From an optimization exercise on the open Yosys and OpenROAD flow, aimed at small area, a short achievable clock period and few clock cycles per item; shortcuts taken in it are not production practice. Only simulation tests tie the RTL to the original design; equivalence was not proved.

==> inputs of v9 <==
==> flow/design.v <==
module tcvt_lane (
    input  wire        clk,
    input  wire        s1_f32,
    input  wire        s1_isf,
    input  wire        s1_isr,
    input  wire [9:0]  s1_skr,    
    input  wire [9:0]  s1_sk2,    
    input  wire [9:0]  s1_skt,    
    input  wire [31:0] s1_x,
    input  wire [2:0]  s2_rm,
    input  wire        s3_isf,
    input  wire        s3_isr,
    input  wire        s3_isu,
    input  wire        s3_f32,
    input  wire        s3_big_inf_p,  
    input  wire        s3_big_inf_n,  
    output reg  [11:0] elem,
    output reg  [3:0]  flags       
);
    wire       sgn    = s1_x[31];
    wire [7:0] E      = s1_x[30:23];
    wire       e_zero = (E == 8'd0);
    wire       e_ones = &E;
    wire       f_nz   = |s1_x[22:0];
    wire is_nan  = s1_f32 & e_ones & f_nz;
    wire is_inf  = s1_f32 & e_ones & ~f_nz;
    wire is_zero = (s1_x[30:0] == 31'd0) & (s1_f32 | ~sgn);
    wire [2:0] cls = is_nan  ? {2'b11, ~s1_x[22]} :
                     is_inf  ? 3'b101 :
                     is_zero ? 3'b100 : 3'b000;
    wire m_one = &s1_x;
    wire ineg  = ~s1_f32 & sgn;
    wire inv   = ineg & ~m_one;
    wire [30:0] y;
    assign y[0]     = (s1_x[0] ^ ineg) | m_one;
    assign y[22:1]  = s1_x[22:1] ^ {22{ineg}};
    assign y[23]    = s1_f32 ? ~e_zero : (s1_x[23] ^ ineg);
    assign y[30:24] = (s1_x[30:24] ^ {7{ineg}}) & {7{~s1_f32}};
    reg [4:0] lz;
    integer i;
    always @* begin
        lz = 5'd0;
        for (i = 0; i < 31; i = i + 1)
            if (y[i]) lz = i[4:0];
    end
    wire [31:0] z = {s1_x[31:24] & {8{~s1_f32}}, s1_x[23] | s1_f32, s1_x[22:0]};
    reg [4:0] tz;
    always @* begin
        tz = 5'd0;
        for (i = 31; i >= 0; i = i - 1)
            if (z[i]) tz = i[4:0];
    end
    wire [7:0] Ep  = {E[7:1], E[0] | e_zero};
    wire [7:0] lev = s1_f32 ? Ep : {3'd0, lz};
    wire h_le0   = ($signed({2'b00, lev}) <= $signed(s1_sk2));
    wire ovf_big = ($signed({2'b00, lev}) >= $signed(s1_skt));
    wire [4:0] hl  = lev[4:0] - s1_sk2[4:0];
    wire [4:0] ebp = h_le0 ? 5'd0 : hl;
    wire [9:0] r_f = s1_skr - {2'b00, Ep};
    wire [9:0] r_raw = s1_f32 ? r_f : s1_skr;
    wire [4:0] lead = s1_f32 ? 5'd23 : lz;
    wire [5:0] lr  = {1'b0, lead} + (s1_isr ? 6'd5 : 6'd3);
    wire [9:0] r   = (s1_isf & ~h_le0) ? {4'd0, lr} : r_raw;
    wire tiny = s1_isf & h_le0;
    wire huge = ~h_le0;
    reg [30:0] a_y;
    reg [5:0]  a_r;
    reg        a_rz, a_sgn, a_inv, a_tf, a_ovf;
    reg [2:0]  a_cls;
    reg [4:0]  a_ebp;
    reg [4:0]  a_tz;
    always @(posedge clk) begin
        a_y   <= y;
        a_r   <= r[5:0];
        a_rz  <= r[9:6] != 4'd0;
        a_tz  <= tz;
        a_sgn <= sgn;
        a_inv <= inv;
        a_tf  <= s1_isf ? tiny : huge;
        a_ovf <= ovf_big;
        a_cls <= cls;
        a_ebp <= ebp;
    end
    wire [43:0] ext = {1'b0, a_y, {12{a_inv}}};
    wire [43:0] shr = ext >> a_r;
    wire [12:0] w   = a_rz ? 13'd0 : shr[12:0];
    wire a_st = a_rz | ({1'b0, a_tz} + 6'd13 <= {1'b0, a_r});
    wire c  = a_inv & ~a_st;
    wire g  = w[0] ^ c;
    wire cy = w[0] & c;
    wire inexact = g | a_st;
    reg inc;
    always @* begin
        case (s2_rm)
            3'd0:    inc = g & (a_st | w[1]);
            3'd2:    inc = a_sgn & inexact;
            3'd3:    inc = ~a_sgn & inexact;
            3'd4:    inc = g;
            default: inc = 1'b0;
        endcase
    end
    reg [11:0] b_ip;
    reg        b_incr, b_nx, b_sgn, b_tf, b_ovf;
    reg [2:0]  b_cls;
    reg [4:0]  b_ebp;
    always @(posedge clk) begin
        b_ip   <= w[12:1];
        b_incr <= cy | inc;
        b_nx   <= inexact;
        b_sgn  <= a_sgn;
        b_tf   <= a_tf;
        b_ovf  <= a_ovf;
        b_cls  <= a_cls;
        b_ebp  <= a_ebp;
    end
    wire neg_i = b_sgn & ~s3_isf;
    wire [11:0] af = s3_isr ? {1'b0, b_ebp[4:0], b_ip[5:0]} : {1'b0, b_ebp[2:0], b_ip[7:0]};
    wire [12:0] a  = s3_isf ? {1'b0, af} : ({1'b0, b_ip} ^ {13{neg_i}});
    wire [12:0] t  = a + {12'd0, b_incr ^ neg_i};
    wire mzero = (af == 12'd0) & ~b_incr;
    wire ovf   = b_ovf | (s3_isr ? (&t[10:6]) : t[11]);
    wire ip_hi = b_ip[11];
    wire ip_lo_nz = |b_ip[10:0];
    wire ip_lo_ones = &b_ip[10:0];
    wire below = b_sgn & (b_tf | (s3_isu ? (ip_hi | ip_lo_nz | b_incr) : (ip_hi & (ip_lo_nz | b_incr))));
    wire above = ~b_sgn & (b_tf | (s3_isu ? (ip_hi & ip_lo_ones & b_incr) : (ip_hi | (ip_lo_ones & b_incr))));
    wire [11:0] lo = s3_isu ? 12'h000 : 12'h800;
    wire [11:0] hi = s3_isu ? 12'hFFF : 12'h7FF;
    wire big_inf = b_sgn ? s3_big_inf_n : s3_big_inf_p;
    wire special = b_cls[2];
    wire c_nan   = b_cls[2] & b_cls[1];
    wire c_inf   = (b_cls == 3'b101);
    reg [11:0] e_n;
    reg [3:0]  f_n;
    always @* begin
        e_n = 12'h000;
        f_n = 4'd0;
        if (s3_isf) begin
            if (c_nan) begin
                e_n = s3_isr ? 12'h7E0 : 12'h800;
                f_n = {b_cls[0], 3'd0};
            end else if (c_inf) begin
                if (s3_isr) e_n = {b_sgn, 11'h7C0};
                else begin
                    e_n = {b_sgn, 11'h7FF};
                    f_n = 4'b0101;
                end
            end else if (special) begin
                e_n = {s3_isr & b_sgn, 11'd0};
            end else if (ovf) begin
                e_n = {b_sgn, s3_isr ? (big_inf ? 11'h7C0 : 11'h7BF) : 11'h7FF};
                f_n = 4'b0101;
            end else begin
                e_n = {b_sgn & (s3_isr | ~mzero), t[10:0]};
                f_n = {2'b00, b_nx & b_tf, b_nx};
            end
        end else begin
            if (c_nan) begin
                e_n = 12'h000;
                f_n = 4'b1000;
            end else if (c_inf) begin
                e_n = b_sgn ? lo : hi;
                f_n = 4'b1000;
            end else if (special) begin
                e_n = 12'h000;
            end else if (below) begin
                e_n = lo;
                f_n = {s3_f32, 3'd0};
            end else if (above) begin
                e_n = hi;
                f_n = {s3_f32, 3'd0};
            end else begin
                e_n = t[11:0];
                f_n = {3'd0, b_nx & s3_f32};
            end
        end
    end
    always @(posedge clk) begin
        elem  <= e_n;
        flags <= f_n;
    end
endmodule
module tcvt_unit (
    input  wire         clk,
    input  wire         rst,         
    input  wire         in_valid,
    input  wire         in_src_f32,  
    input  wire [1:0]   in_dst_kind, 
    input  wire [6:0]   in_shift,    
    input  wire [2:0]   in_rm,       
    input  wire [127:0] in_acc,      
    output reg          out_valid,
    output wire [47:0]  out_elem,    
    output wire [19:0]  out_flags    
);
    reg         r_valid;
    reg         r_src_f32;
    reg [1:0]   r_dst_kind;
    reg [6:0]   r_shift;
    reg [2:0]   r_rm;
    reg [127:0] r_acc;
    always @(posedge clk) begin
        r_valid    <= ~rst & in_valid;
        r_src_f32  <= in_src_f32;
        r_dst_kind <= in_dst_kind;
        r_shift    <= in_shift;
        r_rm       <= in_rm;
        r_acc      <= in_acc;
    end
    wire isf = ~r_dst_kind[1];
    wire isr = (r_dst_kind == 2'd0);
    wire isu = (r_dst_kind == 2'd3);
    reg [9:0] kr, k2, kt;
    always @* begin
        case ({r_src_f32, r_dst_kind})
            3'b100:         begin kr = 10'd141; k2 = 10'd112; kt = 10'd143; end
            3'b101:         begin kr = 10'd151; k2 = 10'd124; kt = 10'd132; end
            3'b110, 3'b111: begin kr = 10'd161; k2 = 10'd138; kt = 10'd138; end
            3'b000:         begin kr = -10'd9;  k2 = -10'd15; kt = 10'd16;  end
            3'b001:         begin kr = 10'd1;   k2 = -10'd3;  kt = 10'd5;   end
            default:        begin kr = 10'd11;  k2 = 10'd11;  kt = 10'd11;  end
        endcase
    end
    wire [9:0] s_ext = {{3{r_shift[6]}}, r_shift};
    wire [9:0] skr = s_ext + kr;
    wire [9:0] sk2 = s_ext + k2;
    wire [9:0] skt = s_ext + kt;
    reg       a_valid, b_valid;
    reg [2:0] a_rm;
    reg       a_f32, a_isf, a_isr, a_isu;
    reg       b_f32, b_isf, b_isr, b_isu, b_bip, b_bin;
    always @(posedge clk) begin
        a_valid   <= ~rst & r_valid;
        b_valid   <= ~rst & a_valid;
        out_valid <= ~rst & b_valid;
        a_rm  <= r_rm;
        a_f32 <= r_src_f32;
        a_isf <= isf;
        a_isr <= isr;
        a_isu <= isu;
        b_f32 <= a_f32;
        b_isf <= a_isf;
        b_isr <= a_isr;
        b_isu <= a_isu;
        b_bip <= (a_rm == 3'd0) | (a_rm == 3'd4) | (a_rm == 3'd3);
        b_bin <= (a_rm == 3'd0) | (a_rm == 3'd4) | (a_rm == 3'd2);
    end
    genvar l;
    generate
        for (l = 0; l < 4; l = l + 1) begin : lane
            wire [3:0] fl;
            tcvt_lane u_lane (
                .clk(clk),
                .s1_f32(r_src_f32), .s1_isf(isf), .s1_isr(isr),
                .s1_skr(skr), .s1_sk2(sk2), .s1_skt(skt), .s1_x(r_acc[32*l +: 32]),
                .s2_rm(a_rm),
                .s3_isf(b_isf), .s3_isr(b_isr), .s3_isu(b_isu), .s3_f32(b_f32),
                .s3_big_inf_p(b_bip), .s3_big_inf_n(b_bin),
                .elem(out_elem[12*l +: 12]), .flags(fl));
            assign out_flags[5*l +: 5] = {fl[3], 1'b0, fl[2:0]};
        end
    endgenerate
endmodule
==> flow/run.sh <==
#!/bin/bash
# synth_recipe.tcl (not shown) runs the flow's synth.tcl, then flattens the netlist and writes it again
# the make line also repeats each setting of config.mk as NAME=value (left out here)
make -C /OpenROAD-flow-scripts/flow DESIGN_CONFIG=/design/flow/config.mk WORK_HOME=/design/flow/orfs CLKGATE_MAP_FILE= SYNTH_SCRIPT=/design/flow/synth_recipe.tcl finish
==> flow/config.mk <==
export PLATFORM = sky130hd
export DESIGN_NAME = tcvt_unit
export DESIGN_NICKNAME = tcvt_unit
export VERILOG_FILES = /design/flow/design.v
export SDC_FILE = /design/flow/constraint.sdc
export NUM_CORES = 4
export LEC_CHECK = 0
export CAP_MARGIN = 20
export CORE_MARGIN = 2
export CORE_UTILIZATION = 40
export SLEW_MARGIN = 20
==> flow/constraint.sdc <==
create_clock -name core_clock -period 18.0 [get_ports {clk}]
set_input_delay 3.6000 -clock core_clock [delete_from_list [all_inputs] [get_ports {clk}]]
set_output_delay 3.6000 -clock core_clock [all_outputs]
set_load 0.01 [all_outputs]
==> inputs of v22, as changes to v9 <==
--- a/flow/design.v
+++ b/flow/design.v
@@ -5,7 +5,9 @@
     input  wire        s1_isr,
-    input  wire [9:0]  s1_skr,    
-    input  wire [9:0]  s1_sk2,    
-    input  wire [9:0]  s1_skt,    
+    input  wire [9:0]  s1_skr,
+    input  wire [9:0]  s1_sk2,
+    input  wire [9:0]  s1_skt,
     input  wire [31:0] s1_x,
     input  wire [2:0]  s2_rm,
+    input  wire        s2_isf,
+    input  wire        s2_isr,
     input  wire        s3_isf,
@@ -33,25 +35,57 @@
     wire inv   = ineg & ~m_one;
-    wire [30:0] y;
-    assign y[0]     = (s1_x[0] ^ ineg) | m_one;
-    assign y[22:1]  = s1_x[22:1] ^ {22{ineg}};
-    assign y[23]    = s1_f32 ? ~e_zero : (s1_x[23] ^ ineg);
-    assign y[30:24] = (s1_x[30:24] ^ {7{ineg}}) & {7{~s1_f32}};
-    reg [4:0] lz;
-    integer i;
-    always @* begin
-        lz = 5'd0;
-        for (i = 0; i < 31; i = i + 1)
-            if (y[i]) lz = i[4:0];
-    end
+    wire [30:0] yi = {s1_x[30:1] ^ {30{sgn}}, (s1_x[0] ^ sgn) | m_one};
+    wire [30:0] y  = s1_f32 ? {7'd0, ~e_zero, s1_x[22:0]} : yi;
+    wire [15:0] lv1; wire [15:0] lp1;
+    wire [7:0]  lv2; wire [15:0] lp2;
+    wire [3:0]  lv3; wire [11:0] lp3;
+    wire [1:0]  lv4; wire [7:0]  lp4;
+    wire [31:0] yl = {1'b0, yi};
+    genvar j;
+    generate
+        for (j = 0; j < 16; j = j + 1) begin : l1
+            assign lv1[j] = yl[2*j+1] | yl[2*j];
+            assign lp1[j] = yl[2*j+1];
+        end
+        for (j = 0; j < 8; j = j + 1) begin : l2
+            assign lv2[j] = lv1[2*j+1] | lv1[2*j];
+            assign lp2[2*j +: 2] = lv1[2*j+1] ? {1'b1, lp1[2*j+1]} : {1'b0, lp1[2*j]};
+        end
+        for (j = 0; j < 4; j = j + 1) begin : l3
+            assign lv3[j] = lv2[2*j+1] | lv2[2*j];
+            assign lp3[3*j +: 3] = lv2[2*j+1] ? {1'b1, lp2[4*j+2 +: 2]} : {1'b0, lp2[4*j +: 2]};
+        end
+        for (j = 0; j < 2; j = j + 1) begin : l4
+            assign lv4[j] = lv3[2*j+1] | lv3[2*j];
+            assign lp4[4*j +: 4] = lv3[2*j+1] ? {1'b1, lp3[6*j+3 +: 3]} : {1'b0, lp3[6*j +: 3]};
+        end
+    endgenerate
+    wire [4:0] lz = lv4[1] ? {1'b1, lp4[7:4]} : {1'b0, lp4[3:0]};
     wire [31:0] z = {s1_x[31:24] & {8{~s1_f32}}, s1_x[23] | s1_f32, s1_x[22:0]};
-    reg [4:0] tz;
-    always @* begin
-        tz = 5'd0;
-        for (i = 31; i >= 0; i = i - 1)
-            if (z[i]) tz = i[4:0];
-    end
+    wire [15:0] tv1; wire [15:0] tp1;
+    wire [7:0]  tv2; wire [15:0] tp2;
+    wire [3:0]  tv3; wire [11:0] tp3;
+    wire [1:0]  tv4; wire [7:0]  tp4;
+    generate
+        for (j = 0; j < 16; j = j + 1) begin : t1
+            assign tv1[j] = z[2*j+1] | z[2*j];
+            assign tp1[j] = ~z[2*j];
+        end
+        for (j = 0; j < 8; j = j + 1) begin : t2
+            assign tv2[j] = tv1[2*j+1] | tv1[2*j];
+            assign tp2[2*j +: 2] = tv1[2*j] ? {1'b0, tp1[2*j]} : {1'b1, tp1[2*j+1]};
+        end
+        for (j = 0; j < 4; j = j + 1) begin : t3
+            assign tv3[j] = tv2[2*j+1] | tv2[2*j];
+            assign tp3[3*j +: 3] = tv2[2*j] ? {1'b0, tp2[4*j +: 2]} : {1'b1, tp2[4*j+2 +: 2]};
+        end
+        for (j = 0; j < 2; j = j + 1) begin : t4
+            assign tv4[j] = tv3[2*j+1] | tv3[2*j];
+            assign tp4[4*j +: 4] = tv3[2*j] ? {1'b0, tp3[6*j +: 3]} : {1'b1, tp3[6*j+3 +: 3]};
+        end
+    endgenerate
+    wire [4:0] tz = tv4[0] ? {1'b0, tp4[3:0]} : {1'b1, tp4[7:4]};
     wire [7:0] Ep  = {E[7:1], E[0] | e_zero};
     wire [7:0] lev = s1_f32 ? Ep : {3'd0, lz};
-    wire h_le0   = ($signed({2'b00, lev}) <= $signed(s1_sk2));
-    wire ovf_big = ($signed({2'b00, lev}) >= $signed(s1_skt));
+    wire h_le0   = $signed({2'b00, lev}) <= $signed(s1_sk2);
+    wire ovf_big = $signed({2'b00, lev}) >= $signed(s1_skt);
     wire [4:0] hl  = lev[4:0] - s1_sk2[4:0];
@@ -60,4 +94,3 @@
     wire [9:0] r_raw = s1_f32 ? r_f : s1_skr;
-    wire [4:0] lead = s1_f32 ? 5'd23 : lz;
-    wire [5:0] lr  = {1'b0, lead} + (s1_isr ? 6'd5 : 6'd3);
+    wire [5:0] lr  = s1_f32 ? (s1_isr ? 6'd28 : 6'd26) : ({1'b0, lz} + (s1_isr ? 6'd5 : 6'd3));
     wire [9:0] r   = (s1_isf & ~h_le0) ? {4'd0, lr} : r_raw;
@@ -83,5 +116,10 @@
     end
-    wire [43:0] ext = {1'b0, a_y, {12{a_inv}}};
-    wire [43:0] shr = ext >> a_r;
-    wire [12:0] w   = a_rz ? 13'd0 : shr[12:0];
+    wire [43:0] e0 = {1'b0, a_y, {12{a_inv}}};
+    wire [43:0] e1 = a_r[5] ? {32'd0, e0[43:32]} : e0;
+    wire [27:0] e2 = a_r[4] ? e1[43:16] : e1[27:0];
+    wire [19:0] e3 = a_r[3] ? e2[27:8]  : e2[19:0];
+    wire [15:0] e4 = a_r[2] ? e3[19:4]  : e3[15:0];
+    wire [13:0] e5 = a_r[1] ? e4[15:2]  : e4[13:0];
+    wire [12:0] e6 = a_r[0] ? e5[13:1]  : e5[12:0];
+    wire [12:0] w  = a_rz ? 13'd0 : e6;
     wire a_st = a_rz | ({1'b0, a_tz} + 6'd13 <= {1'b0, a_r});
@@ -101,2 +139,4 @@
     end
+    wire [11:0] pk = ~s2_isf ? w[12:1] :
+                     s2_isr  ? {1'b0, a_ebp[4:0], w[6:1]} : {1'b0, a_ebp[2:0], w[8:1]};
     reg [11:0] b_ip;
@@ -104,5 +144,4 @@
     reg [2:0]  b_cls;
-    reg [4:0]  b_ebp;
-    always @(posedge clk) begin
-        b_ip   <= w[12:1];
+    always @(posedge clk) begin
+        b_ip   <= pk;
         b_incr <= cy | inc;
@@ -113,6 +152,5 @@
         b_cls  <= a_cls;
-        b_ebp  <= a_ebp;
     end
     wire neg_i = b_sgn & ~s3_isf;
-    wire [11:0] af = s3_isr ? {1'b0, b_ebp[4:0], b_ip[5:0]} : {1'b0, b_ebp[2:0], b_ip[7:0]};
+    wire [11:0] af = b_ip;
     wire [12:0] a  = s3_isf ? {1'b0, af} : ({1'b0, b_ip} ^ {13{neg_i}});
@@ -255,3 +293,3 @@
                 .s1_skr(skr), .s1_sk2(sk2), .s1_skt(skt), .s1_x(r_acc[32*l +: 32]),
-                .s2_rm(a_rm),
+                .s2_rm(a_rm), .s2_isf(a_isf), .s2_isr(a_isr),
                 .s3_isf(b_isf), .s3_isr(b_isr), .s3_isu(b_isu), .s3_f32(b_f32),
==> flow/flow/run.sh (new file) <==
#!/bin/bash
set -e
export BUFFER_PORTS_ARGS="-buffer_cell sky130_fd_sc_hd__buf_2"
export SETUP_SLACK_MARGIN=13.3
bash standard.sh > standard.log 2>&1
==> flow/standard.sh (new file) <==
#!/bin/bash
# synth_recipe.tcl (not shown) runs the flow's synth.tcl, then flattens the netlist and writes it again
# the make line also repeats each setting of config.mk as NAME=value (left out here)
make -C /OpenROAD-flow-scripts/flow DESIGN_CONFIG=/design/flow/config.mk WORK_HOME=/design/flow/orfs CLKGATE_MAP_FILE= SYNTH_SCRIPT=/design/flow/synth_recipe.tcl "${@:-finish}"
- CORE_UTILIZATION: 40 -> 60
- CTS_CLUSTER_DIAMETER: unset -> 100
- CTS_CLUSTER_SIZE: unset -> 30
removed: flow/run.sh
==> metrics.cfg <==
[final_layout]
instances_no_fill=4640
syn_to_final_growth_pct=9.242
n_all_buffers=275

[die]
fp.dieArea_um2=56170
num_tap_cells=696

[route]
wl_per_cell_um=21.75

[synthesis]
synth_xor_area_share_pct=6.953

[status]
status=finished clean

[clocking]
cts_max_level=1

the above is filed under v22

==> metrics.cfg <==
[status]
status=finished clean

[synthesis]
synth_xor_area_share_pct=6.879
muxShareOfSynthArea_pct=11.35

[setup_path]
cp-startpoint=r_src_f32
worstPathArrival_ps=6920

[final_layout]
syn_to_final_growth_pct=13.48
n_all_buffers=240
numSequentialCells=542
instances_no_fill=5316

[route]
wl_per_cell_um=19.46

[global_route]
met1_usage_pct=32.78

[clocking]
cts_max_level=2

the above is filed under v9

Testbench counts of v9, summed over its fixed seeds: cycles 64,024, items 64,000.
Testbench counts of v22, summed over its fixed seeds: cycles 64,024, items 64,000.

## static timing again, ports no longer ideal
The flow's constraints put no driver on any port. The routed layouts listed below were extracted and timed again, unchanged, in two steps. Step 1 sets driving cells, clkbuf_16 on the clock port and buf_2 on the other inputs (assumed; they add their load-dependent delay and slew). Step 2, shift: input delay + t, output delay - t, t = (earliest + latest rising clock arrival at the registers) / 2. This alone moves slack from input paths to output paths. Three values: ideal, step 1, step 2; two values: the first two.
run	t, ns	setup WS [ns]	worst register clock-pin slew, ns	worst data-port slew with drivers (ns)
v9	0.710	11.629 / 11.629 / 11.629	0.07 / 0.07	0.06
v22	0.682	13.315 / 13.252 / 13.356	0.11 / 0.11	0.05
After both steps every run listed still meets setup and hold.
